This design comes from an exercise in tuning for small area, a short achievable clock period and few clock cycles per item on the open sky130 flow, not from production work. In this exercise RTL edits were held to simulation tests only and were not proved equivalent to the original.

## flow/design.v (module list and top-level ports; edited modules follow where they fit)
// module le_div: 100 lines
// module le_div4: 98 lines
// module le_divsqrt: 103 lines
// module le_sqrt: 64 lines
// module le_mul_s31x24: 1306 lines
// module loop_engine: 592 lines
module loop_engine (
    input  wire               clk,
    input  wire               rst,
    input  wire               start,
    input  wire               restart,
    output wire               ready,
    output reg                done,
    input  wire signed [19:0] p_d,          
    input  wire signed [19:0] v_d,          
    input  wire signed [23:0] a_d,          
    input  wire signed [19:0] p_m,          
    input  wire signed [19:0] v_m,          
    input  wire        [1:0]  sigma,        
    input  wire signed [15:0] f_est,        
    input  wire signed [15:0] base,         
    input  wire               homed,
    input  wire        [15:0] force_cap,    
    input  wire               open_dir,
    input  wire        [23:0] scale,        
    input  wire        [23:0] vmax_hard,    
    input  wire signed [19:0] pos_min,      
    input  wire signed [19:0] pos_max,      
    input  wire        [15:0] mass,         
    input  wire        [23:0] kf,           
    input  wire        [15:0] ke_close,     
    input  wire        [15:0] ke_open,      
    input  wire        [23:0] nose_len,     
    input  wire        [19:0] nose_vmax,    
    input  wire        [23:0] nose_decel,   
    input  wire        [15:0] force_close,  
    input  wire        [15:0] force_open,   
    input  wire        [15:0] sel_hyst,     
    input  wire        [7:0]  sel_frames,   
    input  wire        [15:0] track_margin, 
    input  wire        [15:0] i_max,        
    input  wire        [15:0] id_ref,       
    input  wire        [23:0] pos_kp,       
    input  wire        [23:0] vel_kp,
    input  wire        [23:0] vel_ki,
    input  wire        [23:0] acc_ff,
    input  wire        [23:0] force_ki,
    output wire signed [17:0] iq,           
    output reg         [23:0] v_ke,         
    output reg         [23:0] v_nose,       
    output wire        [2:0]  selected,     
    output wire        [2:0]  reported,     
    output wire               i_limited     
);
  // ...
==> flow/run.sh <==
#!/bin/bash
# synth_recipe.tcl (not shown) runs the flow's synth.tcl, then flattens the netlist and writes it again
# the make line also repeats each setting of config.mk as NAME=value (left out here)
make -C /OpenROAD-flow-scripts/flow DESIGN_CONFIG=/design/flow/config.mk WORK_HOME=/design/flow/orfs CLKGATE_MAP_FILE= SYNTH_SCRIPT=/design/flow/synth_recipe.tcl finish
==> flow/config.mk <==
export PLATFORM = sky130hd
export DESIGN_NAME = loop_engine
export DESIGN_NICKNAME = loop_engine
export VERILOG_FILES = /design/flow/design.v
export SDC_FILE = /design/flow/constraint.sdc
export NUM_CORES = 8
export LEC_CHECK = 0
export CAP_MARGIN = 20
export CORE_MARGIN = 2
export CORE_UTILIZATION = 40
export PLACE_DENSITY = 0.6
export SLEW_MARGIN = 20
==> flow/constraint.sdc <==
create_clock -name core_clock -period 25.0 [get_ports {clk}]
set_input_delay 5.0000 -clock core_clock [delete_from_list [all_inputs] [get_ports {clk}]]
set_output_delay 5.0000 -clock core_clock [all_outputs]
set_load 0.01 [all_outputs]
==> flow_summary.json, run 1 <==
{
  "nWellTaps": 5687,
  "yosys_register_bits": 1775,
  "ys_seq_area_share_pct": 30.0,
  "met3WireLength_mm": 117,
  "vias": 174000,
  "synth_top_family_by_area": "compound AO/OA/AOI/OAI gates",
  "critPathMaxFanout": 14,
  "maxSlewHeadroom_pct": 8.86,
  "period_share_pct": 44.8,
  "path_delay_family": "simple AND/OR/NAND/NOR gates",
  "crit_start": "out_r[33]",
  "utilization_pct": 45.3,
  "finalNonFillerCells": 26400,
  "place_ws_ns": 14.34,
  "worst_clock_skew_ns": 0.111,
  "grt_pass1_wl_mm": 1280,
  "ys_types": 116,
  "drcViolationCount": 0,
  "synthesis.nets": 22800,
  "synth_compound_area_share_pct": 25.3,
  "clk_latency_ns": 1.06,
  "drt-pass1-iter-count": 10,
  "status": "no timing/DRC/antenna violations",
  "yosysTopAreaCellShare_pct": 27.8,
  "comb.multi_input.count": 15700,
  "setup_viol": 0,
  "postSynthAreaPerCell_um2": 8.42,
  "setup_slack_ns": 13.80,
  "numCtsBuffers": 224,
  "dp_cells": 25800,
  "path_class": "reg2out",
  "fin_setup_tns_ns": 0
}
Testbench counts, summed over its fixed seeds: cycles 64,871, frames 1,920.
==> module le_div4, before the edit <==
module le_div4 #(
    parameter RW = 48,
    parameter NW = 56,
    parameter SK = 8,
    parameter CW = 6
,
    parameter SL   = 3,
    parameter EXT  = 0
) (
    input  wire          clk,
    input  wire          rst,
    input  wire          ld,
    input  wire [RW:0]   ld_r0,
    input  wire [NW-1:0] ld_nq,
    input  wire [RW-1:0] ld_d,
    input  wire [RW+1:0] ld_d3,            
    input  wire [CW-1:0] ld_cnt,
    input  wire          ld_ext,
    output wire          busy,
    output wire          busy_nx,
    output reg           ovf,
    output wire [NW-1:0] q
);
    reg  [RW-1:0] r;
    reg  [RW-1:0] d;
    reg  [RW+1:0] d3;
    reg           busy_r, ext_p;
    assign busy = busy_r || (ovf && ext_p);
    reg  [NW-1:0] nq;
    reg  [CW-1:0] cnt;
    assign q = nq;
    wire [RW+1:0] r4 = {r, nq[NW-1:NW-2]};
    wire [RW+2:0] t1 = {1'b0, r4} - {3'b000, d};
    wire [RW+2:0] t2 = {1'b0, r4} - {2'b00, d, 1'b0};
    wire [RW+2:0] t3 = {1'b0, r4} - {1'b0, d3};
    reg  [RW-1:0] rn;
    reg  [1:0]    qd;
    always @* begin
        if (!t3[RW+2])      begin rn = t3[RW-1:0]; qd = 2'd3; end
        else if (!t2[RW+2]) begin rn = t2[RW-1:0]; qd = 2'd2; end
        else if (!t1[RW+2]) begin rn = t1[RW-1:0]; qd = 2'd1; end
        else                begin rn = r4[RW-1:0]; qd = 2'd0; end
    end
    localparam S1 = 2 * SK, S2 = SK, S3 = SK / 2;
    wire [RW+S1-1:0] rs1 = {r, nq[NW-1 -: S1]};
    wire [RW+S2-1:0] rs2 = {r, nq[NW-1 -: S2]};
    wire [RW+S3-1:0] rs3 = {r, nq[NW-1 -: S3]};
    wire sk1 = (SL == 2 || SL == 3) && (cnt >= S1) && (rs1 < {{S1{1'b0}}, d});
    wire sk2 = (cnt >= S2) && (rs2 < {{S2{1'b0}}, d});
    wire sk3 = (SL >= 3) && (cnt >= S3) && (rs3 < {{S3{1'b0}}, d});
    wire fin = (sk1 && cnt == S1) || (!sk1 && sk2 && cnt == S2) || (!sk1 && !sk2 && sk3 && cnt == S3) ||
               (!sk1 && !sk2 && !sk3 && cnt == 2);
    assign busy_nx = (ovf && ext_p) ? ((r >> EXT) < d) : (busy_r && !fin);
    always @(posedge clk) begin
        if (rst) begin
            busy_r <= 1'b0;
            ext_p  <= 1'b0;
        end else if (ld) begin
            ovf    <= (ld_r0 >= {1'b0, ld_d});
            busy_r <= (ld_r0 < {1'b0, ld_d}) && (ld_cnt != 0);
            ext_p  <= ld_ext;
            r      <= ld_r0[RW-1:0];
            nq     <= ld_nq;
            d      <= ld_d;
            d3     <= ld_d3;
            cnt    <= ld_cnt;
        end else if (ovf && ext_p) begin
            ext_p  <= 1'b0;
            r      <= r >> EXT;
            nq     <= {r[EXT-1:0], nq[NW-1:EXT]};
            cnt    <= cnt + EXT;
            ovf    <= ((r >> EXT) >= d);
            busy_r <= ((r >> EXT) < d);
        end else if (busy_r) begin
            if (sk1) begin
                r   <= rs1[RW-1:0];
                nq  <= {nq[NW-S1-1:0], {S1{1'b0}}};
                cnt <= cnt - S1;
                if (cnt == S1) busy_r <= 1'b0;
            end else if (sk2) begin
                r   <= rs2[RW-1:0];
                nq  <= {nq[NW-S2-1:0], {S2{1'b0}}};
                cnt <= cnt - S2;
                if (cnt == S2) busy_r <= 1'b0;
            end else if (sk3) begin
                r   <= rs3[RW-1:0];
                nq  <= {nq[NW-S3-1:0], {S3{1'b0}}};
                cnt <= cnt - S3;
                if (cnt == S3) busy_r <= 1'b0;
            end else begin
                r   <= rn;
                nq  <= {nq[NW-3:0], qd};
                cnt <= cnt - 2'd2;
                if (cnt == 2) busy_r <= 1'b0;
            end
        end
    end
endmodule
==> module loop_engine, before the edit <==
module loop_engine (
    input  wire               clk,
    input  wire               rst,
    input  wire               start,
    input  wire               restart,
    output wire               ready,
    output reg                done,
    input  wire signed [19:0] p_d,          
    input  wire signed [19:0] v_d,          
    input  wire signed [23:0] a_d,          
    input  wire signed [19:0] p_m,          
    input  wire signed [19:0] v_m,          
    input  wire        [1:0]  sigma,        
    input  wire signed [15:0] f_est,        
    input  wire signed [15:0] base,         
    input  wire               homed,
    input  wire        [15:0] force_cap,    
    input  wire               open_dir,
    input  wire        [23:0] scale,        
    input  wire        [23:0] vmax_hard,    
    input  wire signed [19:0] pos_min,      
    input  wire signed [19:0] pos_max,      
    input  wire        [15:0] mass,         
    input  wire        [23:0] kf,           
    input  wire        [15:0] ke_close,     
    input  wire        [15:0] ke_open,      
    input  wire        [23:0] nose_len,     
    input  wire        [19:0] nose_vmax,    
    input  wire        [23:0] nose_decel,   
    input  wire        [15:0] force_close,  
    input  wire        [15:0] force_open,   
    input  wire        [15:0] sel_hyst,     
    input  wire        [7:0]  sel_frames,   
    input  wire        [15:0] track_margin, 
    input  wire        [15:0] i_max,        
    input  wire        [15:0] id_ref,       
    input  wire        [23:0] pos_kp,       
    input  wire        [23:0] vel_kp,
    input  wire        [23:0] vel_ki,
    input  wire        [23:0] acc_ff,
    input  wire        [23:0] force_ki,
    output wire signed [17:0] iq,           
    output reg         [23:0] v_ke,         
    output reg         [23:0] v_nose,       
    output wire        [2:0]  selected,     
    output wire        [2:0]  reported,     
    output wire               i_limited     
);
    localparam [5:0]
        S_IDLE = 6'd0,
        S_COL  = 6'd28,                      
        S_CL   = 6'd29,                      
        S_A0   = 6'd40,                      
        S_A6   = 6'd47,
        S_A8   = 6'd49;
    localparam SLW = 1, SLD = 3, SLE = 4;      
    reg  [5:0] st;
    reg        stall;                        
    reg        busy_f;                       
    assign ready = !busy_f;
    reg        sdn;                          
    reg        closing_r, act2_r, act3_r, act4_r, nose_on, sFF;
    reg signed [20:0] ra;                    
    reg signed [20:0] rnvm;                  
    reg signed [17:0] rfb;                   
    reg        [15:0] rfcap;                 
    reg signed [18:0] rfc;                   
    reg        [20:0] rd;                    
    wire sd_neg  = (sigma == 2'b11);
    wire sig_nz  = (sigma != 2'b00);
    wire closing = sig_nz && (sd_neg == !open_dir);
    wire opening = sig_nz && !closing;
    wire [15:0] fcap0 = (force_cap != 16'd0) ? force_cap : (closing ? force_close : force_open);
    wire signed [20:0] d_raw = $signed(open_dir ? pos_max : p_m) - $signed(open_dir ? p_m : pos_min);
    reg  [59:0] MA;
    reg  [23:0] MB;
    reg         msig;                        
    reg  [55:0] PR;
    wire        [30:0] ma_s = {msig & MA[29], MA[29:0]};
    wire        [54:0] prod55;
    wire        [55:0] prod = {prod55[54], prod55};
    le_mul_s31x24 u_mul (.a(ma_s), .b(MB), .p(prod55));
    reg  [54:0] WH;
    reg  [29:0] WL;
    wire [84:0] W2 = {WH, WL};
    wire [54:0] wh_sum = PR[54:0] + ((st == 6'd12) ? WH : {30'd0, WH[54:30]});
    reg  [58:0] T;                           
    reg         sX1;                         
    reg         se;                          
    reg         sw2, sw3;                    
    reg  signed [59:0] AR;                   
    reg  signed [35:0] us1, us2, us3, us4;   
    reg  signed [57:0] m;                    
    reg  [2:0]         sm;                   
    reg                mv;                   
    reg  signed [33:0] I1, I2, I3, I4;       
    reg  [2:0]  ps, pr;                      
    reg  [7:0]  run;
    reg         lim_r;
    reg  signed [33:0] out_r;
    reg  signed [34:0] top_r;
    reg  [15:0] ilim;                        
    assign selected  = ps;
    assign reported  = pr;
    assign i_limited = lim_r;
    reg         ew_ld, ds_ld, ds_sq, en2_ld, es1_ld, esi_ld;
    reg  [24:0] en2_r0; reg [51:0] en2_nq; reg [5:0] en2_cnt; reg en2_ext;
    reg  [48:0] ew_r0;  reg [55:0] ew_nq;
    reg  [19:0] ds_r0;  reg [50:0] ds_nq;  reg [18:0] ds_d;  reg [5:0] ds_cnt;
    wire        ew_busy, ds_busy, en2_busy, es1_busy, esi_busy;
    wire        ew_bnx, en2_bnx;
    wire        ew_ovf, ds_ovf, en2_ovf;
    wire [55:0] ew_q;   wire [50:0] ds_q;  wire [51:0] en2_q;
    wire [23:0] ds_y, es1_y;
    wire [15:0] esi_y;
    le_div4 #(.RW(48), .NW(56), .SK(8), .CW(6), .SL(SLW), .EXT(24)) u_ew (
        .clk(clk), .rst(rst), .ld(ew_ld), .ld_r0(ew_r0), .ld_nq(ew_nq), .ld_d(PR[47:0]), .ld_d3(al_res[49:0]),
        .ld_cnt(6'd32), .ld_ext(1'b1), .busy(ew_busy), .busy_nx(ew_bnx), .ovf(ew_ovf), .q(ew_q));
    le_divsqrt #(.RW(19), .NW(51), .SK(8), .CW(6), .SL(SLD)) u_ds (
        .clk(clk), .rst(rst), .ld(ds_ld), .ld_sq(ds_sq), .ld_r0(ds_r0), .ld_nq(ds_nq),
        .ld_d(ds_d), .ld_cnt(ds_cnt), .busy(ds_busy), .ovf(ds_ovf), .q(ds_q), .y(ds_y));
    le_div #(.RW(24), .NW(52), .K(2), .SK(8), .CW(6), .DREG(1), .SL(SLE), .EXT(20)) u_en2 (
        .clk(clk), .rst(rst), .ld(en2_ld), .ld_r0(en2_r0), .ld_nq(en2_nq), .ld_d(kf),
        .ld_cnt(en2_cnt), .ld_ext(en2_ext), .busy(en2_busy), .busy_nx(en2_bnx), .ovf(en2_ovf), .q(en2_q));
    le_sqrt #(.K(2), .YW(24), .RW(26), .SKP(6), .CW(5)) u_es1 (
        .clk(clk), .rst(rst), .ld(es1_ld), .ld_x({2'b00, WH[45:0]}), .ld_cnt(5'd24),
        .busy(es1_busy), .y(es1_y));
    le_sqrt #(.K(2), .YW(16), .RW(18), .SKP(6), .CW(5)) u_esi (
        .clk(clk), .rst(rst), .ld(esi_ld), .ld_x(PR[31:0]), .ld_cnt(5'd16),
        .busy(esi_busy), .y(esi_y));
    wire        [23:0] ad_abs = a_d[23] ? (24'd0 - a_d) : a_d;
    wire signed [20:0] b_d    = p_d - p_m;
    wire        [17:0] fb_abs = rfb[17] ? (18'd0 - rfb) : rfb;
    wire signed [18:0] fc     = rfc;
    wire        [17:0] fc_abs = fc[18] ? (19'd0 - fc) : fc;
    wire        [16:0] im_p   = {1'b0, i_max} + {1'b0, id_ref};
    wire        [16:0] im_t   = {1'b0, i_max} - {1'b0, id_ref};
    wire        [15:0] im_m   = im_t[16] ? 16'd0 : im_t[15:0];
    wire        [24:0] dln    = {4'd0, rd} - {1'b0, nose_len};
    wire        w_ke   = (st == S_A0) ? (ps == 3'd2) : c_p2;
    wire [23:0] w_v    = w_ke ? v_ke : v_nose;
    wire [25:0] w      = {2'b00, w_v} + {{5{rnvm[20]}}, rnvm};
    wire        [15:0] ke_sel0 = closing ? ke_close : ke_open;
    wire [59:0] ff_y = ew_ovf ? (60'd1 << 55) : {5'd0, ew_q[55:1]};
    wire        ff_c = ew_ovf ? 1'b0 : ew_q[0];
    reg  [59:0] al_x, al_y;
    reg         al_sub, al_ci;
    wire [59:0] al_res = al_x + (al_sub ? ~al_y : al_y) + {59'd0, al_ci};
    wire signed [59:0] al_s = al_res;
    wire               al_ovf = (al_res[59:35] != {25{al_res[59]}});
    wire signed [35:0] al_sat = al_ovf ? {al_res[59], {35{~al_res[59]}}} : al_res[35:0];
    reg  vnd, vkd, ild, p2i, p3i, u1d, u2d, u3d, u4d;
    reg  [1:0] a2p, a3p;                     
    reg  [2:0] al_k;                         
    reg        al_act;
    reg        c_vn, c_vk, c_il, c_p2, c_p3, c_a1, c_a4, col_on;
    reg        a1l, a4l;                     
    reg  s10, s14, s15, s21, sa2, col_r, c24_r, c26_r;
    reg  op1, op2, op3, op4;                 
    always @* begin
        al_x = 60'd0; al_y = 60'd0; al_sub = 1'b0; al_ci = 1'b0; al_k = 3'd0;
        c_vn = 1'b0; c_vk = 1'b0; c_il = 1'b0; c_p2 = 1'b0; c_p3 = 1'b0; c_a1 = 1'b0; c_a4 = 1'b0; col_on = 1'b0;
        if (s14) begin al_x = {{23{ra[20]}}, ra, 16'd0}; al_y = {{4{PR[55]}}, PR}; end
        if (s15) begin al_x = 60'd0; al_y = AR; al_sub = AR[59]; al_ci = AR[59]; end
        if (s10) begin al_x = {5'd0, PR, 1'b0}; al_y = {6'd0, PR}; end      
        if (sa2) begin al_x = 60'd0; al_y = {{4{PR[55]}}, PR}; al_sub = PR[55]; al_ci = PR[55]; end
        if (s21) begin al_x = {{26{I1[33]}}, I1}; al_y = {7'd0, W2[68:16]};
                       al_sub = sX1; al_ci = sX1 ^ W2[15]; end
        if (col_r) begin
                col_on = 1'b1;
                c_il = !ild && !esi_busy;
                c_vn = !vnd && (!nose_on || !es1_busy);
                c_vk = !vkd && !ds_busy;
                c_a1 = !a1l && (vkd || c_vk) && c26_r;
                c_p2 = vkd && !p2i && c24_r;
                c_p3 = vnd && !p3i && !c_p2 && c24_r;
                if (op3) begin
                    al_x = {{26{I3[33]}}, I3}; al_y = {{4{PR[55]}}, PR}; al_k = 3'd3;
                end
                if (op2) begin
                    al_x = {{26{I2[33]}}, I2}; al_y = {{4{PR[55]}}, PR}; al_k = 3'd2;
                end
                if (op4) begin
                    al_x = {{26{I4[33]}}, I4}; al_y = {9'd0, en2_q[51:1]};
                    al_sub = rfb[17]; al_ci = rfb[17] ^ en2_q[0]; al_k = 3'd4;
                    c_a4 = 1'b1;
                end
                if (op1) begin
                    al_x = AR; al_y = ff_y; al_sub = sFF; al_ci = sFF ^ ff_c; al_k = 3'd1;
                end
        end
        case (al_k)
            3'd1:    al_act = 1'b1;
            3'd2:    al_act = act2_r;
            3'd3:    al_act = act3_r;
            3'd4:    al_act = act4_r;
            default: al_act = 1'b0;
        endcase
    end
    wire [59:0] m_ext = {{2{m[57]}}, m};
    wire [59:0] cs_a  = al_x;
    wire [59:0] cs_b  = al_sub ? ~al_y : al_y;
    wire [59:0] cs_c  = ~m_ext;
    wire [59:0] cs_s  = cs_a ^ cs_b ^ cs_c;
    wire [59:0] cs_k  = {(cs_a[58:0] & cs_b[58:0]) | (cs_a[58:0] & cs_c[58:0]) | (cs_b[58:0] & cs_c[58:0]), al_ci};
    wire [59:0] dm    = cs_s + cs_k + 60'd1;              
    wire al_lt = dm[59];
    wire al_eq = (dm == 60'd0);
    wire take  = al_act && (!mv || al_lt || (al_eq && al_k > sm));
    wire col_end = (u1d || al_k == 3'd1) && (u2d || al_k == 3'd2) && (u3d || al_k == 3'd3) &&
                   (u4d || al_k == 3'd4) && (ild || c_il);
    wire signed [35:0] us_s   = usel(sm, us1, us2, us3, us4);
    wire signed [35:0] ilim_q = {4'd0, ilim, 16'd0};
    wire        lim_hi  = us_s > ilim_q;
    wire        lim_lo  = us_s < -ilim_q;
    wire signed [33:0] out_new = lim_hi ? ilim_q[33:0] : (lim_lo ? -ilim_q[33:0] : us_s[33:0]);
    wire        lim_new = lim_hi || lim_lo;
    wire [7:0]  run_new = (sm == ps) ? ((run == 8'hFF) ? 8'hFF : run + 8'd1) : 8'd1;
    reg  [2:0]  r0;
    reg  [3:0]  r0h;                         
    reg         r0_ok;                       
    wire signed [35:0] u_r0 = ({36{r0h[0]}} & us1) | ({36{r0h[1]}} & us2) |
                              ({36{r0h[2]}} & us3) | ({36{r0h[3]}} & us4);
    wire [37:0] hy_a = {{2{u_r0[35]}}, u_r0};
    wire [37:0] hy_b = ~{{2{us_s[35]}}, us_s};
    wire [37:0] hy_c = ~{6'd0, sel_hyst, 16'd0};
    wire [37:0] hy_s = hy_a ^ hy_b ^ hy_c;
    wire [37:0] hy_k = {(hy_a[36:0] & hy_b[36:0]) | (hy_a[36:0] & hy_c[36:0]) | (hy_b[36:0] & hy_c[36:0]), 1'b1};
    wire [37:0] hy_t = hy_s + hy_k;
    wire        hyst_gt = !hy_t[37];
    wire [2:0]  r_new = lim_new ? 3'd5 :
                        (!r0_ok || hyst_gt || (run_new >= sel_frames)) ? sm : r0;
    reg  [5:1]  th;                          
    reg         t_s4;                        
    reg  [4:1]  t_lose, t_act;               
    reg  [2:0]  t_s;                         
    reg         t_lim, t_a2, t_a3, t_a4, t_sadv, t_adv, t_a23, a23l;
    reg  [15:0] t_im;                        
    reg  [15:0] t_mq;                        
    reg         tgo;                         
    reg         ia_v, ia_mode, ia_min, ia_out;
    reg  [2:0]  ia_k;
    reg         ib_v;
    reg  [2:0]  ib_k;
    reg  signed [35:0] ib_d;
    function signed [35:0] usel;
        input [2:0] k;
        input signed [35:0] a1, a2, a3, a4;
        case (k)
            3'd1:    usel = a1;
            3'd2:    usel = a2;
            3'd3:    usel = a3;
            default: usel = a4;
        endcase
    endfunction
    function signed [33:0] isel;
        input [2:0] k;
        input signed [33:0] a1, a2, a3, a4;
        case (k)
            3'd1:    isel = a1;
            3'd2:    isel = a2;
            3'd3:    isel = a3;
            default: isel = a4;
        endcase
    endfunction
    function signed [35:0] sat36;
        input [37:0] x;
        sat36 = (x[37:35] != {3{x[37]}}) ? {x[37], {35{~x[37]}}} : x[35:0];
    endfunction
    wire [35:0] adv_q   = t_s4 ? en2_q[35:0] : ds_q[35:0];
    wire        adv_ovf = t_s4 ? en2_ovf : ds_ovf;
    wire        adv_rdy = t_s4 ? !en2_busy : (!ds_busy && (!t_a23 || a23l));
    wire        adv_s   = t_sadv;
    wire [37:0] xo     = {{4{out_r[33]}}, out_r};
    wire [37:0] xt     = {{3{top_r[34]}}, top_r};
    wire signed [35:0] ia_u = ({36{th[1]}} & us1) | ({36{th[2]}} & us2) |
                              ({36{th[3]}} & us3) | ({36{th[4]}} & us4);
    wire [37:0] ia_x   = ia_mode ? 38'd0 : (ia_out ? xo : xt);
    wire [37:0] ia_y   = ia_mode ? (adv_ovf ? (38'd1 << 35) : {3'd0, adv_q[35:1]}) : {{2{ia_u[35]}}, ia_u};
    wire        ia_sub = ia_mode ? adv_s : 1'b1;
    wire        ia_ci  = ia_mode ? (adv_ovf ? adv_s : (adv_s ^ adv_q[0])) : 1'b1;
    wire [37:0] ia_sum = ia_x + (ia_sub ? ~ia_y : ia_y) + {37'd0, ia_ci};
    wire signed [35:0] ia_sat = sat36(ia_sum);
    wire signed [35:0] ia_d   = (ia_min && ia_sat > 36'sd0) ? 36'sd0 : ia_sat;
    wire signed [36:0] imax_q = {5'd0, t_im, 16'd0};
    wire signed [33:0] ib_i   = isel(ib_k, I1, I2, I3, I4);
    wire signed [36:0] ib_sum = ib_i + ib_d;
    reg                ic_v;
    reg  [2:0]         ic_k;
    reg  signed [36:0] ic_sum;
    wire signed [33:0] ic_new = (ic_sum > imax_q) ? imax_q[33:0] :
                                (ic_sum < -imax_q) ? -imax_q[33:0] : ic_sum[33:0];
    function act_of;
        input [2:0] k;
        input a2, a3, a4;
        case (k)
            3'd1:    act_of = 1'b1;
            3'd2:    act_of = a2;
            3'd3:    act_of = a3;
            default: act_of = a4;
        endcase
    endfunction
    wire [4:1] th_l = th[4:1];
    always @* begin
        ia_k    = th[1] ? 3'd1 : th[2] ? 3'd2 : th[3] ? 3'd3 : th[4] ? 3'd4 : t_s;
        ia_v    = (|(th_l & (t_lose | {4{t_lim}}))) || (th[5] && adv_rdy);
        ia_min  = |(th_l & t_lose & t_act);
        ia_out  = |(th_l & ~t_lose);
        ia_mode = th[5];
    end
    wire tail_adv_pend = ((|th) || tgo) && t_adv;
    wire restart_now   = (st == S_IDLE) && start && restart;
    always @(posedge clk) begin
        if (rst) begin
            th   <= 5'd0;
            tgo  <= 1'b0;
            ib_v <= 1'b0;
            ic_v <= 1'b0;
            I1 <= 34'sd0; I2 <= 34'sd0; I3 <= 34'sd0; I4 <= 34'sd0;
        end else if (restart_now) begin
            th   <= 5'd0;
            tgo  <= 1'b0;
            ib_v <= 1'b0;
            ic_v <= 1'b0;
            I1 <= 34'sd0; I2 <= 34'sd0; I3 <= 34'sd0; I4 <= 34'sd0;
        end else begin
            ib_v <= ia_v; ib_k <= ia_k; ib_d <= ia_d;
            ic_v <= ib_v; ic_k <= ib_k; ic_sum <= ib_sum;
            if (ic_v) begin
                case (ic_k)
                    3'd1:    I1 <= ic_new;
                    3'd2:    I2 <= ic_new;
                    3'd3:    I3 <= ic_new;
                    default: I4 <= ic_new;
                endcase
            end
            th <= {th[5] && !adv_rdy || th[4] && t_adv, th[3:1], tgo};
            tgo <= (st == S_CL);
            if (tgo) top_r <= {out_r[33], out_r} + $signed({3'd0, t_mq, 16'd0});
        end
    end
    always @* begin
        ew_ld = 1'b0; ds_ld = 1'b0; ds_sq = 1'b0; en2_ld = 1'b0;
        es1_ld = 1'b0; esi_ld = 1'b0;
        ew_r0 = {3'd0, W2[76:31]};
        ew_nq = {W2[30:0], 1'b0, 24'd0};
        ds_r0 = {4'd0, W2[63:48]};
        ds_nq = {W2[47:0], 3'd0};
        ds_d  = T[18:0];                                     
        ds_cnt = 6'd48;
        en2_r0 = {6'd0, PR[33:15]};
        en2_nq = {PR[14:0], 17'd0, 20'd0};
        en2_cnt = 6'd32;
        en2_ext = 1'b1;
        stall = 1'b0;
        if (c_a1) begin                                      
            ds_ld  = 1'b1;
            ds_r0  = (|WH[54:31]) ? 20'hFFFFF : {1'b0, WH[30:12]};      
            ds_nq  = {WH[11:0], WL[29:6], 15'd0};                       
            ds_d   = 19'd625;
            ds_cnt = 6'd36;
        end
        if (c_a4) begin                                      
            en2_ld  = 1'b1;
            en2_r0  = {1'b0, T[58:35]};
            en2_nq  = {T[34:0], 1'b0, 16'd0};
            en2_cnt = 6'd36;
            en2_ext = 1'b0;
        end
        case (st)
            6'd6:  begin                                     
                stall = tail_adv_pend && (t_s != 3'd4);      
                ds_ld = !stall; ds_sq = 1'b1;
            end
            6'd7:  begin
                stall = tail_adv_pend && (t_s == 3'd4);      
                en2_ld = !stall;
            end
            6'd10: ew_ld = 1'b1;
            6'd13: es1_ld = nose_on;
            6'd16: esi_ld = 1'b1;
            S_A6: begin
                ds_ld  = 1'b1;
                ds_r0  = (|W2[84:75]) ? 20'hFFFFF : {1'b0, W2[74:56]};      
                ds_nq  = {W2[55:20], 15'd0};
                ds_d   = 19'd625;
                ds_cnt = 6'd36;
            end
            S_A8: stall = (|th) || tgo || ib_v || ic_v;       
            default: ;
        endcase
    end
    wire [34:0] iq_c   = ((out_r != 34'sd0) && (out_r[33] ^ sdn)) ? 35'd32767 : 35'd32768;
    wire [34:0] iq_sum = iq_c + (sdn ? ~{out_r[33], out_r} : {out_r[33], out_r}) + {34'd0, sdn};
    assign iq = iq_sum[33:16];
    wire col_nx = (st == 6'd21) || (col_r && !(col_end && (st == 6'd26 || st == S_COL)));
    wire u4_nx  = !(u4d || op4) && !en2_bnx;      
    wire u1_nx  = !(u1d || op1) && !ew_bnx;
    always @(posedge clk) begin
        if (rst) begin
            s10 <= 1'b0; s14 <= 1'b0; s15 <= 1'b0; s21 <= 1'b0; sa2 <= 1'b0;
            col_r <= 1'b0; c24_r <= 1'b0; c26_r <= 1'b0;
            op1 <= 1'b0; op2 <= 1'b0; op3 <= 1'b0; op4 <= 1'b0;
        end else begin
            s10 <= (st == 6'd9);
            s14 <= (st == 6'd13);
            s15 <= (st == 6'd14);
            s21 <= (st == 6'd20);
            sa2 <= (st == S_A0 + 6'd1);
            col_r <= col_nx;
            op3 <= col_nx && a3p[0];
            op2 <= col_nx && !a3p[0] && a2p[0];
            op4 <= col_nx && !a3p[0] && !a2p[0] && u4_nx;
            op1 <= col_nx && !a3p[0] && !a2p[0] && !u4_nx && u1_nx;
            c24_r <= (st == 6'd23) || (c24_r && col_r && !(col_end && (st == 6'd26 || st == S_COL)));
            c26_r <= (st == 6'd25) || (c26_r && col_r && !(col_end && (st == 6'd26 || st == S_COL)));
        end
    end
    always @(posedge clk) begin
        done <= 1'b0;
        if (rst) begin
            st     <= S_IDLE;
            busy_f <= 1'b0;
            ps <= 3'd0; pr <= 3'd0; run <= 8'd0;
            a2p <= 2'b00; a3p <= 2'b00;
        end else if (!stall) begin
            PR <= prod;
            MA <= {30'd0, MA[59:30]};
            msig <= 1'b0;
            if (st != S_IDLE && st != S_COL) st <= st + 6'd1;
            if (col_on) begin
                if (c_il) begin ild <= 1'b1; ilim <= esi_y; end
                if (c_vn) begin
                    vnd <= 1'b1;
                    if (nose_on) v_nose <= (es1_y > vmax_hard) ? vmax_hard : es1_y;
                    else         v_nose <= {4'd0, nose_vmax};
                end
                if (c_vk) begin
                    vkd  <= 1'b1;
                    v_ke <= ds_ovf ? vmax_hard : ((ds_y > vmax_hard) ? vmax_hard : ds_y);
                end
                a2p <= {a2p[0], c_p2};
                a3p <= {a3p[0], c_p3};
                if (c_p2) begin p2i <= 1'b1; MA <= {{34{w[25]}}, w}; msig <= 1'b1; MB <= vel_kp; sw2 <= w[25]; end
                if (c_p3) begin p3i <= 1'b1; MA <= {{34{w[25]}}, w}; msig <= 1'b1; MB <= vel_kp; sw3 <= w[25]; end
                case (al_k)
                    3'd1: begin u1d <= 1'b1; us1 <= al_sat; end
                    3'd2: begin u2d <= 1'b1; us2 <= al_sat; end
                    3'd3: begin u3d <= 1'b1; us3 <= al_sat; end
                    3'd4: begin u4d <= 1'b1; us4 <= al_sat; end
                    default: ;
                endcase
                if (c_a1) a1l <= 1'b1;
                if (take) begin mv <= 1'b1; m <= al_s[57:0]; sm <= al_k; end
            end
            case (st)
            S_IDLE: begin
                if (start) begin
                    busy_f <= 1'b1;
                    st     <= 6'd1;
                    if (restart) begin
                        ps <= 3'd0; pr <= 3'd0; run <= 8'd0;
                    end
                    sdn       <= sd_neg;
                    closing_r <= closing;
                    act2_r    <= closing || (opening && ke_open != 16'd0);
                    act3_r    <= closing;
                    act4_r    <= closing || (opening && force_open != 16'd0);
                    sFF       <= sd_neg ^ a_d[23];
                    ra        <= v_d - v_m;
                    rnvm      <= sd_neg ? {v_m[19], v_m} : -{v_m[19], v_m};
                    rfcap     <= fcap0;
                    rd        <= d_raw[20] ? 21'd0 : d_raw;
                    MA <= {44'd0, ke_sel0}; MB <= scale;                
                end
            end
            6'd1: begin
                nose_on <= homed && !dln[24] && (dln != 25'd0);
                rd      <= dln[20:0];                                
                rfb     <= $signed({2'b00, rfcap}) + base;
                MA <= {44'd0, mass}; MB <= 24'd10000;                
            end
            6'd2: begin
                r0  <= (pr == 3'd5) ? ps : pr;
                r0h <= {((pr == 3'd5) ? ps : pr) == 3'd4, ((pr == 3'd5) ? ps : pr) == 3'd3,
                        ((pr == 3'd5) ? ps : pr) == 3'd2, ((pr == 3'd5) ? ps : pr) == 3'd1};
                r0_ok <= act_of((pr == 3'd5) ? ps : pr, act2_r, act3_r, act4_r) && (((pr == 3'd5) ? ps : pr) != 3'd0);
                MA <= {20'd0, PR[39:0]}; MB <= scale;                
                rfc <= {rfb[17], rfb} + (sdn ? {{3{f_est[15]}}, f_est} : ~{{3{f_est[15]}}, f_est}) + {18'd0, !sdn};
            end
            6'd3: begin T <= {29'd0, PR[29:0]}; end                   
            6'd4: begin
                WH <= PR[54:0];
                MA <= {30'd0, T[29:0]}; MB <= acc_ff;                
            end
            6'd5: begin
                WH <= wh_sum; WL <= WH[29:0];   
                MA <= {42'd0, fb_abs}; MB <= 24'd100000;             
                T  <= {35'd0, {6'd0, mass, 2'b00} + {8'd0, mass}};   
            end
            6'd6: begin MA <= {6'd0, PR[53:0]}; MB <= ad_abs; end      
            6'd7: begin T <= {43'd0, im_m}; end
            6'd8: begin
                WH <= PR[54:0];
                MA <= {36'd0, scale}; MB <= kf;                      
            end
            6'd9: begin
                WH <= wh_sum; WL <= WH[29:0];   
                MA <= {40'd0, nose_vmax}; MB <= {4'd0, nose_vmax};   
            end
            6'd10: begin MA <= {38'd0, rd[20:0], 1'b0}; MB <= nose_decel; end     
            6'd11: begin WH <= PR[54:0]; end
            6'd12: begin
                WH <= wh_sum;                                        
                MA <= {{39{b_d[20]}}, b_d}; msig <= 1'b1; MB <= pos_kp;   
            end
            6'd13: begin
                MA <= {42'd0, fc_abs}; MB <= force_ki;               
            end
            6'd14: begin
                AR <= al_res;                                        
                MA <= {43'd0, im_p}; MB <= {8'd0, T[15:0]};          
            end
            6'd15: begin
                AR <= al_res;                                        
                se <= AR[59];
                MA <= {18'd0, PR[41:0]}; MB <= 24'd100000;           
            end
            6'd16: begin sX1 <= sdn ^ se; end
            6'd17: begin
                WH <= PR[54:0];
                MA <= AR[59:0]; MB <= vel_kp;                        
            end
            6'd18: begin WH <= wh_sum; WL <= WH[29:0]; end
            6'd19: begin
                T <= W2[58:0];                                       
                WH <= PR[54:0];
            end
            6'd20: begin WH <= wh_sum; WL <= WH[29:0]; end    
            6'd21: begin
                vnd <= 1'b0; vkd <= 1'b0; ild <= 1'b0; p2i <= 1'b0; p3i <= 1'b0;
                u1d <= 1'b0; u2d <= 1'b0; u3d <= 1'b0; u4d <= 1'b0; mv <= 1'b0;
                a2p <= 2'b00; a3p <= 2'b00; a1l <= 1'b0;
                AR <= al_res;                                        
                MA <= W2[59:0]; MB <= vel_ki;                        
            end
            6'd23: begin WH <= PR[54:0]; MA <= {51'd0, W2[68:60]}; end
            6'd24: begin WH <= wh_sum; WL <= WH[29:0]; end
            6'd25: begin WH <= wh_sum; WL <= WH[29:0]; end
            6'd26: begin
                if (col_end) st <= S_CL; else st <= S_COL;
            end
            S_COL: begin
                if (col_end) st <= S_CL;
            end
            S_CL: begin
                out_r <= out_new;
                lim_r <= lim_new;
                ps    <= sm;
                pr    <= r_new;
                run   <= run_new;
                done  <= !(!lim_new && (sm == 3'd2 || sm == 3'd3));    
                t_s    <= sm;
                t_s4   <= (sm == 3'd4);
                t_lose <= {sm != 3'd4, sm != 3'd3, sm != 3'd2, sm != 3'd1};
                t_act  <= {act4_r, act3_r, act2_r, 1'b1};
                t_lim  <= lim_new;
                t_a2   <= act2_r; t_a3 <= act3_r; t_a4 <= act4_r;
                t_im   <= i_max;
                t_mq   <= track_margin;
                t_sadv <= (sm == 3'd4) ? fc[18] : (sm == 3'd1) ? sX1 : (sm == 3'd2) ? sw2 : sw3;
                t_adv  <= !lim_new;
                t_a23  <= !lim_new && (sm == 3'd2 || sm == 3'd3);
                a23l   <= 1'b0;
                if (!lim_new && (sm == 3'd2 || sm == 3'd3)) st <= S_A0;
                else begin
                    busy_f <= 1'b0;
                    st     <= S_IDLE;
                end
            end
            S_A0: begin MA <= {{34{w[25]}}, w}; msig <= 1'b1; MB <= vel_kp; end    
            S_A0 + 6'd2: begin AR <= al_res; end                             
            S_A0 + 6'd3: begin MA <= AR[59:0]; MB <= vel_ki; end                
            S_A0 + 6'd5: begin WH <= PR[54:0]; end
            S_A0 + 6'd6: begin WH <= wh_sum; WL <= WH[29:0]; end
            S_A6: a23l <= 1'b1;
            S_A8: begin done <= 1'b1; busy_f <= 1'b0; st <= S_IDLE; end
            default: ;
            endcase
        end
    end
endmodule
==> run 2: changes to the inputs <==
--- a/flow/design.v
+++ b/flow/design.v
@@ -1 +1,15 @@
+module le_csadd #(
+    parameter W = 60
+) (
+    input  wire [W-1:0] a,
+    input  wire [W-1:0] b,
+    input  wire         ci,
+    output wire [W-1:0] s
+);
+    localparam H = W / 2;
+    wire [H:0]       lo  = {1'b0, a[H-1:0]} + {1'b0, b[H-1:0]} + {{H{1'b0}}, ci};
+    wire [W-H-1:0]   hi0 = a[W-1:H] + b[W-1:H];
+    wire [W-H-1:0]   hi1 = a[W-1:H] + b[W-1:H] + {{(W-H-1){1'b0}}, 1'b1};
+    assign s = {lo[H] ? hi1 : hi0, lo[H-1:0]};
+endmodule
 module le_div #(
@@ -115,3 +129,2 @@
     input  wire [RW-1:0] ld_d,
-    input  wire [RW+1:0] ld_d3,            
     input  wire [CW-1:0] ld_cnt,
@@ -125,3 +138,2 @@
     reg  [RW-1:0] d;
-    reg  [RW+1:0] d3;
     reg           busy_r, ext_p;
@@ -134,3 +146,8 @@
     wire [RW+2:0] t2 = {1'b0, r4} - {2'b00, d, 1'b0};
-    wire [RW+2:0] t3 = {1'b0, r4} - {1'b0, d3};
+    wire [RW+2:0] c3a = {1'b0, r4};
+    wire [RW+2:0] c3b = ~{3'b000, d};
+    wire [RW+2:0] c3c = ~{2'b00, d, 1'b0};
+    wire [RW+2:0] c3s = c3a ^ c3b ^ c3c;
+    wire [RW+2:0] c3k = {(c3a[RW+1:0] & c3b[RW+1:0]) | (c3a[RW+1:0] & c3c[RW+1:0]) | (c3b[RW+1:0] & c3c[RW+1:0]), 1'b1};
+    wire [RW+2:0] t3 = c3s + c3k + {{(RW+2){1'b0}}, 1'b1};
     reg  [RW-1:0] rn;
@@ -164,3 +181,2 @@
             d      <= ld_d;
-            d3     <= ld_d3;
             cnt    <= ld_cnt;
@@ -1712,3 +1728,3 @@
     input  wire        [23:0] force_ki,
-    output wire signed [17:0] iq,           
+    output reg  signed [17:0] iq,           
     output reg         [23:0] v_ke,         
@@ -1735,2 +1751,3 @@
     reg signed [20:0] rnvm;                  
+    reg        [15:0] rhy;                   
     reg signed [17:0] rfb;                   
@@ -1744,3 +1761,5 @@
     wire [15:0] fcap0 = (force_cap != 16'd0) ? force_cap : (closing ? force_close : force_open);
-    wire signed [20:0] d_raw = $signed(open_dir ? pos_max : p_m) - $signed(open_dir ? p_m : pos_min);
+    wire signed [20:0] d_op  = pos_max - p_m;
+    wire signed [20:0] d_cl  = p_m - pos_min;
+    wire signed [20:0] d_raw = open_dir ? d_op : d_cl;
     reg  [59:0] MA;
@@ -1787,3 +1806,3 @@
     le_div4 #(.RW(48), .NW(56), .SK(8), .CW(6), .SL(SLW), .EXT(24)) u_ew (
-        .clk(clk), .rst(rst), .ld(ew_ld), .ld_r0(ew_r0), .ld_nq(ew_nq), .ld_d(PR[47:0]), .ld_d3(al_res[49:0]),
+        .clk(clk), .rst(rst), .ld(ew_ld), .ld_r0(ew_r0), .ld_nq(ew_nq), .ld_d(PR[47:0]),
         .ld_cnt(6'd32), .ld_ext(1'b1), .busy(ew_busy), .busy_nx(ew_bnx), .ovf(ew_ovf), .q(ew_q));
@@ -1818,3 +1837,5 @@
     reg         al_sub, al_ci;
-    wire [59:0] al_res = al_x + (al_sub ? ~al_y : al_y) + {59'd0, al_ci};
+    wire [59:0] al_yy  = al_sub ? ~al_y : al_y;
+    wire [59:0] al_res;
+    le_csadd #(.W(60)) u_aladd (.a(al_x), .b(al_yy), .ci(al_ci), .s(al_res));
     wire signed [59:0] al_s = al_res;
@@ -1828,3 +1849,3 @@
     reg        a1l, a4l;                     
-    reg  s10, s14, s15, s21, sa2, col_r, c24_r, c26_r;
+    reg  s14, s15, s21, sa2, col_r, c24_r, c26_r;
     reg  op1, op2, op3, op4;                 
@@ -1835,3 +1856,2 @@
         if (s15) begin al_x = 60'd0; al_y = AR; al_sub = AR[59]; al_ci = AR[59]; end
-        if (s10) begin al_x = {5'd0, PR, 1'b0}; al_y = {6'd0, PR}; end      
         if (sa2) begin al_x = 60'd0; al_y = {{4{PR[55]}}, PR}; al_sub = PR[55]; al_ci = PR[55]; end
@@ -1876,5 +1896,8 @@
     wire [59:0] cs_k  = {(cs_a[58:0] & cs_b[58:0]) | (cs_a[58:0] & cs_c[58:0]) | (cs_b[58:0] & cs_c[58:0]), al_ci};
-    wire [59:0] dm    = cs_s + cs_k + 60'd1;              
+    wire [59:0] dm;                                       
+    le_csadd #(.W(60)) u_dmadd (.a(cs_s), .b(cs_k), .ci(1'b1), .s(dm));
     wire al_lt = dm[59];
-    wire al_eq = (dm == 60'd0);
+    wire [59:0] eq_e  = al_x ^ al_yy ^ m_ext;
+    wire [59:0] eq_g  = (al_x & al_yy) | ((al_x ^ al_yy) & ~m_ext);
+    wire al_eq = (eq_e == {eq_g[58:0], al_ci});
     wire take  = al_act && (!mv || al_lt || (al_eq && al_k > sm));
@@ -1884,4 +1907,6 @@
     wire signed [35:0] ilim_q = {4'd0, ilim, 16'd0};
-    wire        lim_hi  = us_s > ilim_q;
-    wire        lim_lo  = us_s < -ilim_q;
+    wire [20:0] cl_d2   = {us_s[35], us_s[35:16]} + {5'd0, ilim};
+    wire [20:0] cl_d1x  = {us_s[35], us_s[35:16]} - {5'd0, ilim};
+    wire        lim_hi  = !cl_d1x[20] && ((cl_d1x != 21'd0) || (us_s[15:0] != 16'd0));
+    wire        lim_lo  = cl_d2[20];
     wire signed [33:0] out_new = lim_hi ? ilim_q[33:0] : (lim_lo ? -ilim_q[33:0] : us_s[33:0]);
@@ -1896,3 +1921,3 @@
     wire [37:0] hy_b = ~{{2{us_s[35]}}, us_s};
-    wire [37:0] hy_c = ~{6'd0, sel_hyst, 16'd0};
+    wire [37:0] hy_c = ~{6'd0, rhy, 16'd0};
     wire [37:0] hy_s = hy_a ^ hy_b ^ hy_c;
@@ -1961,4 +1986,7 @@
     reg  signed [36:0] ic_sum;
-    wire signed [33:0] ic_new = (ic_sum > imax_q) ? imax_q[33:0] :
-                                (ic_sum < -imax_q) ? -imax_q[33:0] : ic_sum[33:0];
+    wire [21:0] ic_d1  = {ic_sum[36], ic_sum[36:16]} - {6'd0, t_im};
+    wire [21:0] ic_d2  = {ic_sum[36], ic_sum[36:16]} + {6'd0, t_im};
+    wire        ic_hi  = !ic_d1[21] && ((ic_d1 != 22'd0) || (ic_sum[15:0] != 16'd0));
+    wire        ic_lo  = ic_d2[21];
+    wire signed [33:0] ic_new = ic_hi ? imax_q[33:0] : (ic_lo ? -imax_q[33:0] : ic_sum[33:0]);
     function act_of;
@@ -2063,5 +2091,8 @@
     end
-    wire [34:0] iq_c   = ((out_r != 34'sd0) && (out_r[33] ^ sdn)) ? 35'd32767 : 35'd32768;
-    wire [34:0] iq_sum = iq_c + (sdn ? ~{out_r[33], out_r} : {out_r[33], out_r}) + {34'd0, sdn};
-    assign iq = iq_sum[33:16];
+    wire [34:0] iq_c   = ((us_s != 36'sd0) && (us_s[35] ^ sdn)) ? 35'd32767 : 35'd32768;
+    wire [34:0] iq_sum = iq_c + (sdn ? ~us_s[34:0] : us_s[34:0]) + {34'd0, sdn};
+    wire [17:0] iq_lp  = {2'b00, ilim};
+    wire [17:0] iq_ln  = 18'd0 - {2'b00, ilim};
+    wire [17:0] iq_new = (lim_hi ^ sdn && (lim_hi || lim_lo)) ? iq_lp :
+                         (lim_hi || lim_lo) ? iq_ln : iq_sum[33:16];
     wire col_nx = (st == 6'd21) || (col_r && !(col_end && (st == 6'd26 || st == S_COL)));
@@ -2071,3 +2102,3 @@
         if (rst) begin
-            s10 <= 1'b0; s14 <= 1'b0; s15 <= 1'b0; s21 <= 1'b0; sa2 <= 1'b0;
+            s14 <= 1'b0; s15 <= 1'b0; s21 <= 1'b0; sa2 <= 1'b0;
             col_r <= 1'b0; c24_r <= 1'b0; c26_r <= 1'b0;
@@ -2075,3 +2106,2 @@
         end else begin
-            s10 <= (st == 6'd9);
             s14 <= (st == 6'd13);
@@ -2142,2 +2172,3 @@
                     rnvm      <= sd_neg ? {v_m[19], v_m} : -{v_m[19], v_m};
+                    rhy       <= sel_hyst;
                     rfcap     <= fcap0;
@@ -2163,2 +2194,3 @@
             6'd4: begin
+                AR <= {36'd0, ad_abs};                               
                 WH <= PR[54:0];
@@ -2171,3 +2203,3 @@
             end
-            6'd6: begin MA <= {6'd0, PR[53:0]}; MB <= ad_abs; end      
+            6'd6: begin MA <= {6'd0, PR[53:0]}; MB <= AR[23:0]; end    
             6'd7: begin T <= {43'd0, im_m}; end
@@ -2182,6 +2214,6 @@
             6'd10: begin MA <= {38'd0, rd[20:0], 1'b0}; MB <= nose_decel; end     
-            6'd11: begin WH <= PR[54:0]; end
+            6'd11: begin WH <= PR[54:0]; AR <= {{39{b_d[20]}}, b_d}; end
             6'd12: begin
                 WH <= wh_sum;                                        
-                MA <= {{39{b_d[20]}}, b_d}; msig <= 1'b1; MB <= pos_kp;   
+                MA <= {{39{AR[20]}}, AR[20:0]}; msig <= 1'b1; MB <= pos_kp;   
             end
@@ -2229,2 +2261,3 @@
                 lim_r <= lim_new;
+                iq    <= iq_new;
                 ps    <= sm;
--- a/flow/config.mk
+++ b/flow/config.mk
@@ -10,2 +10,3 @@
 export CORE_UTILIZATION = 40
+export CTS_BUF_LIST = sky130_fd_sc_hd__clkbuf_8
 export PLACE_DENSITY = 0.6
==> run 2 against run 1 <==
Effect of this change:
- cell count up 2.5%
- highest routed layer unchanged
- critical endpoint is now us4[2]
- core utilization about the same
- now fails the layout checks on antenna violations
- via count up 1.8%
- sequential share of layout area down 0.70 points
- critical path depth up 1
==> flow_summary.json, run 2 <==
{
  "core_area_mm2": 0.434,
  "nets": 23500,
  "grt_pass1_wl_mm": 1290,
  "worstMarginPinSlew_ns": 1.35,
  "ys_seq_area_share_pct": 29.2,
  "ant_nets": 1,
  "max-cap-violations": 0,
  "grt_usage_pct": 41.2,
  "yosys_warnings": 16,
  "critPathMaxFanout": 56,
  "yosysTopAreaCellShare_pct": 27.1,
  "cpPeakStageDelay_ns": 0.90,
  "synthTopCellsByCount": "nand2_1, o21ai_0, a21oi_1, nor2_1, edfxtp_1",
  "rr_startpoint": "col_r",
  "hold_viol_final": 0,
  "r2r_slack_ns": 15.53,
  "fin_crit_ns": 9.47,
  "cts_tree": "done",
  "end_kind": "register",
  "dieWidth_um": 664,
  "wl_mm": 952,
  "synthesis.nets": 23200,
  "grt_overflow": 0,
  "path_class": "reg2reg",
  "worst_ep_required_time_ns": 25.95,
  "clockBufferDepth": 4,
  "period_share_pct": 37.9,
  "cp_cell_sequence": "buf_4 > a31oi_1 > o21ai_4 > buf_4 > xnor2_1 > ha_1 > fa_1 > a211o_1 > a211o_1 > a21oi_1 > a211o_1 > o311ai_0 > buf_4 > a2111oi_0 > and3_1 > nand4_1 > nor3b_1 > xnor2_1 > inv_1 > a41oi_4 > buf_4 > o21bai_1",
  "drt-pass1-iter-count": 13,
  "reg2reg_depth": 22,
  "layout_commonest_cell": "nand2_1",
  "syn_to_final_growth_pct": 12.7,
  "top_regs": "AR x60, MA x60, T x59",
  "min-delay-path-class": "reg2reg",
  "rsz0062_at_grt": "no",
  "dieHeight_um": 664,
  "grt_pass1_vias": 160000,
  "drt-vias-per-instance": 6.55,
  "die_area_mm2": 0.441,
  "numCtsBuffers": 350,
  "finalMaxSlewViolations": 0,
  "status": "complete, but fails checks",
  "rows": 242,
  "crit_top_cell": "buf_4",
  "whs_path_depth": 2,
  "place_ws_ns": 15.32,
  "cpMaxStageDelayCell": "a2111oi_0",
  "worst_clock_skew_ns": 0.138,
  "post_cts_resize_count": 0,
  "wl_per_cell_um": 35.1,
  "drcViolationCount": 0,
  "synth_edf_count": 1571,
  "cts_setup_buffers": 0,
  "placement.io_buffers": 686,
  "yosysTopAreaCell": "edfxtp_1",
  "clk_pin_slew_ns": 0.06,
  "cts_root_buf": "clkbuf_8",
  "postSynthAreaPerCell_um2": 8.45,
  "place_congestion": 1.09,
  "cts_sinks": 1758,
  "timing.fmax_mhz": 106,
  "drive_above_1_share_pct": 6.93,
  "clk_latency_ns": 1.24,
  "grt_max_degree": 124,
  "setup.worst_path.start_class": "register",
  "min_from": "I3[6]",
  "setup_viol": 0,
  "place_hpwl_mm": 732,
  "synthFlopType": "edfxtp_1",
  "maxSlewHeadroom_pct": 9.46,
  "drt_iter0_drc": 27500,
  "yosys_register_bits": 1758,
  "cts_hold_buf": 0,
  "syn_area_mm2": 0.174,
  "async_flop_share_pct": 0,
  "pin_count": 687,
  "fin_setup_tns_ns": 0,
  "vias": 177000,
  "so.violations": "antenna violations",
  "mostFrequentLayoutCells": "nand2_1, o21ai_0, a21oi_1",
  "holdPathEnd": "I3[6]",
  "regToRegEndpoint": "us4[2]",
  "ys_types": 100,
  "hold_slack_ns": 0.453,
  "arrival_ns": 10.42,
  "synth_area_leaders": "edfxtp_1, ha_1, fa_1",
  "initial_core_util_pct": 40.1,
  "cts.htree.levels": 5,
  "antenna_found_initial": 197,
  "setup_slack_ns": 15.53,
  "syn_inst": 20600,
  "synth.most_common_cell": "nand2_1"
}
## run 2: worst max-delay path by stage
stage             start  endpoint  cells after the start
2_1_floorplan       rst       vkd                      5
3_3_place_gp   i_max[0]      T[0]                     19
3_5_place_dp     p_m[0]    AR[46]                     18
4_1_cts           col_r    us4[2]                     21
5_1_grt             op2    us4[2]                     25
6_report          col_r    us4[2]                     22
## run 2: cells by family after synthesis
kind of cell | Yosys count | synth area share (%)
xor gates and xnor gates | 1004 | 5.05
adders and majority gates | 1964 | 16.3
buffers and inverters | 2838 | 6.15
and+or+nand+nor | 5686 | 14.9
muxes | 481 | 2.83
AOI/OAI and AO/OA | 6902 | 25.6
DFF | 1758 | 29.2
## run 2: final cells by class
| cell class | count | area, um^2 |
|---|---|---|
| multi-input combinational | 16000 | 114000 |
| clock inverter | 265 | 2220 |
| clock buffer | 373 | 5130 |
| timing repair buffer | 1257 | 11200 |
| tap | 5734 | 7170 |
| sequential | 1758 | 50900 |
| antenna | 159 | 398 |
| inverter | 1505 | 5660 |
| fill | 43100 | 238000 |
## run 2: critical path, delay by kind of cell, from the launching register on
| family | cells | cell delay (ns) |
|---|---|---|
| AO/OA/AOI/OAI | 10 | 3.47 |
| buffers and inverters | 5 | 2.75 |
| AND/OR/NAND/NOR | 3 | 0.78 |
| flip-flops | 1 | 0.74 |
| adder cells (fa/ha/maj) | 2 | 0.74 |
| XOR/XNOR | 2 | 0.62 |
## run 2: per-stage QoR
| stage | std cells | instance area, um^2 | util [%] |
|---|---|---|---|
| final | 27100 | 196000 | 45.2 |
| after detailed placement | 26300 | 189000 | 43.4 |
| after global routing | 27000 | 196000 | 45.2 |
| after CTS | 26900 | 196000 | 45.1 |
| after global placement | 26300 | 188000 | 43.4 |
| after floorplan | 20600 | 174000 | - |
## run 2: metal layers
metal / vias to the layer above / wire length, um / GRT usage [%] / share of wire (%)
li1: 76200 / - / - / -
met1: 86500 / 362000 / 52.3 / 38
met2: 12200 / 381000 / 57.3 / 40
met3: 2475 / 128000 / 14.9 / 13
met4: 64 / 80500 / 29.9 / 8.5
met5: - / 722 / 0.673 / 0.076
Testbench counts of run 2, summed over its fixed seeds: cycles 64,871, frames 1,920.
==> run 3: changes to the inputs <==
--- a/flow/config.mk
+++ b/flow/config.mk
@@ -10,3 +10,2 @@
 export CORE_UTILIZATION = 40
-export CTS_BUF_LIST = sky130_fd_sc_hd__clkbuf_8
 export PLACE_DENSITY = 0.6
==> run 3 against run 2 <==
Effect of this change:
- the run now finishes clean
- fmax is 0.90% lower
- cell count down 0.86%
- routed wire length down 0.14%
- core utilization is 0.10 points higher
- via count decreased by 0.39%
- worst setup slack worse by 0.086 ns
- clock skew fell by 0.025 ns
- largest cell class unchanged
==> flow_summary.json, run 3 <==
{
  "synthesis.nets": 23200,
  "worst_clock_skew_ns": 0.113,
  "grt_max_degree": 124,
  "dp_cells": 26300,
  "end_kind": "register",
  "yosys_warnings": 16,
  "cts_tree": "done",
  "grt_pass1_wl_mm": 1290,
  "worstMarginPinSlew_ns": 1.33,
  "drt_iter0_drc": 28100,
  "synthFlopType": "edfxtp_1",
  "synth_edf_count": 1571,
  "crit_top_cell": "fa_1",
  "fillerInstances": 42900,
  "drt-vias-per-instance": 6.58,
  "yosys_register_bits": 1758,
  "place_ws_ns": 15.32,
  "setup_viol": 0,
  "top_regs": "AR x60, MA x60, T x59",
  "die_area_mm2": 0.441,
  "wl_per_cell_um": 35.4,
  "max-cap-violations": 0,
  "dpl-instance-area_mm2": 0.189,
  "place_congestion": 1.09,
  "postSynthAreaPerCell_um2": 8.45,
  "clockBufferDepth": 4,
  "arrival_ns": 10.26,
  "syn_inst": 20600,
  "cts_setup_buffers": 0,
  "synthTopCellsByCount": "nand2_1, o21ai_0, a21oi_1, nor2_1, edfxtp_1",
  "multiInputGateArea_mm2": 0.114,
  "yosysTopAreaCellShare_pct": 27.1,
  "setup.worst_path.start_class": "register",
  "placement.io_buffers": 686,
  "fin_area_mm2": 0.197,
  "finalMaxSlewViolations": 0,
  "cts_hold_buf": 0,
  "grt_pass1_vias": 159000,
  "mostFrequentLayoutCells": "nand2_1, o21ai_0, a21oi_1",
  "ys_seq_area_share_pct": 29.2,
  "vias": 177000,
  "finalNonFillerCells": 26900,
  "cpMaxStageDelayCell": "and2_2",
  "drcViolationCount": 0,
  "ant_nets": 0,
  "cts_sinks": 1758,
  "dieHeight_um": 664,
  "post_cts_resize_count": 0,
  "crit_start": "MB[3]",
  "cts_root_buf": "clkbuf_16",
  "grt_usage_pct": 41.2,
  "pin_count": 687,
  "crit_buf_inv": 4,
  "drt-pass1-iter-count": 14,
  "regArea_mm2": 0.0509,
  "fin_crit_ns": 9.55,
  "async_flop_share_pct": 0,
  "antenna_found_initial": 186,
  "setup_slack_ns": 15.45,
  "grt_overflow": 0,
  "layout_commonest_cell": "nand2_1",
  "status": "no timing/DRC/antenna violations",
  "numCtsBuffers": 224,
  "min-delay-path-class": "reg2reg",
  "clk_latency_ns": 1.05,
  "nets": 23300,
  "rsz0062_at_grt": "no",
  "synth.most_common_cell": "nand2_1",
  "path_class": "reg2reg",
  "worst_ep_required_time_ns": 25.71,
  "yosysTopAreaCell": "edfxtp_1",
  "clk_pin_slew_ns": 0.07,
  "initial_core_util_pct": 40.1,
  "maxSlewHeadroom_pct": 10.3,
  "ys_types": 100,
  "fin_setup_tns_ns": 0,
  "syn_to_final_growth_pct": 12.9,
  "core_area_mm2": 0.434,
  "dieWidth_um": 664,
  "rows": 242,
  "min_from": "I3[6]",
  "wl_mm": 951,
  "cts.htree.levels": 4,
  "utilization_pct": 45.3,
  "place_hpwl_mm": 732,
  "hold_slack_ns": 0.451,
  "cpPeakStageDelay_ns": 0.85,
  "critPathMaxFanout": 60,
  "hold_viol_final": 0,
  "syn_area_mm2": 0.174,
  "timing.fmax_mhz": 105,
  "synth_area_leaders": "edfxtp_1, ha_1, fa_1",
  "drive_above_1_share_pct": 6.36,
  "period_share_pct": 38.2,
  "path_delay_family": "adder cells",
  "rr_startpoint": "MB[3]"
}
-- run 3: cell counts after synthesis --
Identical to the previous run, type by type.
-- run 3: final cells by class --
type	instances	share of cell area (%)
multi-input cells	16000	57.8
flip-flops and latches	1758	25.9
repair buffers	1257	5.69
well taps	5734	3.64
clock buffers	265	3.00
inverters	1505	2.87
clock inverters	156	0.979
diodes	143	0.182
-- run 3: worst paths after layout --
check / to / slack (ns) / depth (start not counted)
worst max-delay path: PR[53] / 15.45 / 26
worst min-delay path: I3[6] / 0.45 / 2
worst max register to register: PR[53] / 15.45 / 26
worst min register to register: I3[6] / 0.45 / 2
-- run 3: logic make-up (layout without fill, tap and decap cells) --
group,after synthesis,after routing,synth area share (%)
adders and majority gates,1964,1964,16.3
AOI/OAI and AO/OA,6902,6902,25.6
and+or+nand+nor,5686,5686,14.9
DFF,1758,1758,29.2
buffers and inverters,2838,3183,6.15
muxes,481,481,2.83
other,0,143,0
xor gates and xnor gates,1004,1004,5.05
-- run 3: worst reg2reg max path, cell delays in order (launching register included) --
cell,delay [ns]
edfxtp_1,0.32
buf_4,0.42
buf_4,0.60
and2_2,0.85
a22oi_1,0.16
o22ai_1,0.17
a21oi_1,0.08
ha_1,0.24
fa_1,0.48
inv_1,0.05
fa_1,0.48
inv_1,0.05
fa_1,0.39
fa_1,0.54
fa_1,0.41
ha_1,0.38
and3_1,0.33
nand2_1,0.20
or4_1,0.56
a311oi_1,0.56
nor2_1,0.31
a221o_1,0.44
o21ai_0,0.40
a21oi_1,0.21
a31oi_1,0.33
a221oi_1,0.14
xnor2_1,0.14
-- run 3: metal layers --
layer	wire length [um]	vias to the layer above	GRT usage, %
li1	-	75800	-
met1	363000	86600	52.5
met2	379000	12000	57.2
met3	128000	2292	14.8
met4	80600	76	29.8
met5	725	-	0.456

## separate check: timing with driven ports
In the flow no input, the clock included, has a driving cell. The finished layouts below were timed again as built, in two steps. Step 1 assumes that a clkbuf_16 drives the clock port and a buf_2 every other input. Step 2 moves the port delays by t, midway between the first and last clock arrival at a register: inputs arrive t later, outputs are due t later. That takes back most of the time a late clock gives input paths. a / b / c = ideal ports / drivers / drivers and shift; a / b = the first two.
run	t (ns)	setup slack, ns	clock arrival spread, ns	worst data-port slew with drivers (ns)	pins driven straight from the clock port
run 1	1.134	13.802 / 13.675 / 14.170	0.116 / 0.116	0.42	1
run 2	1.294	15.532 / 15.532 / 15.102	0.138 / 0.138	0.36	1
run 3	1.118	15.447 / 15.447 / 15.060	0.114 / 0.114	0.37	1
The setup slack of run 2, which loses most, moves by 0.000 ns with the drivers and by -0.430 ns with both steps.
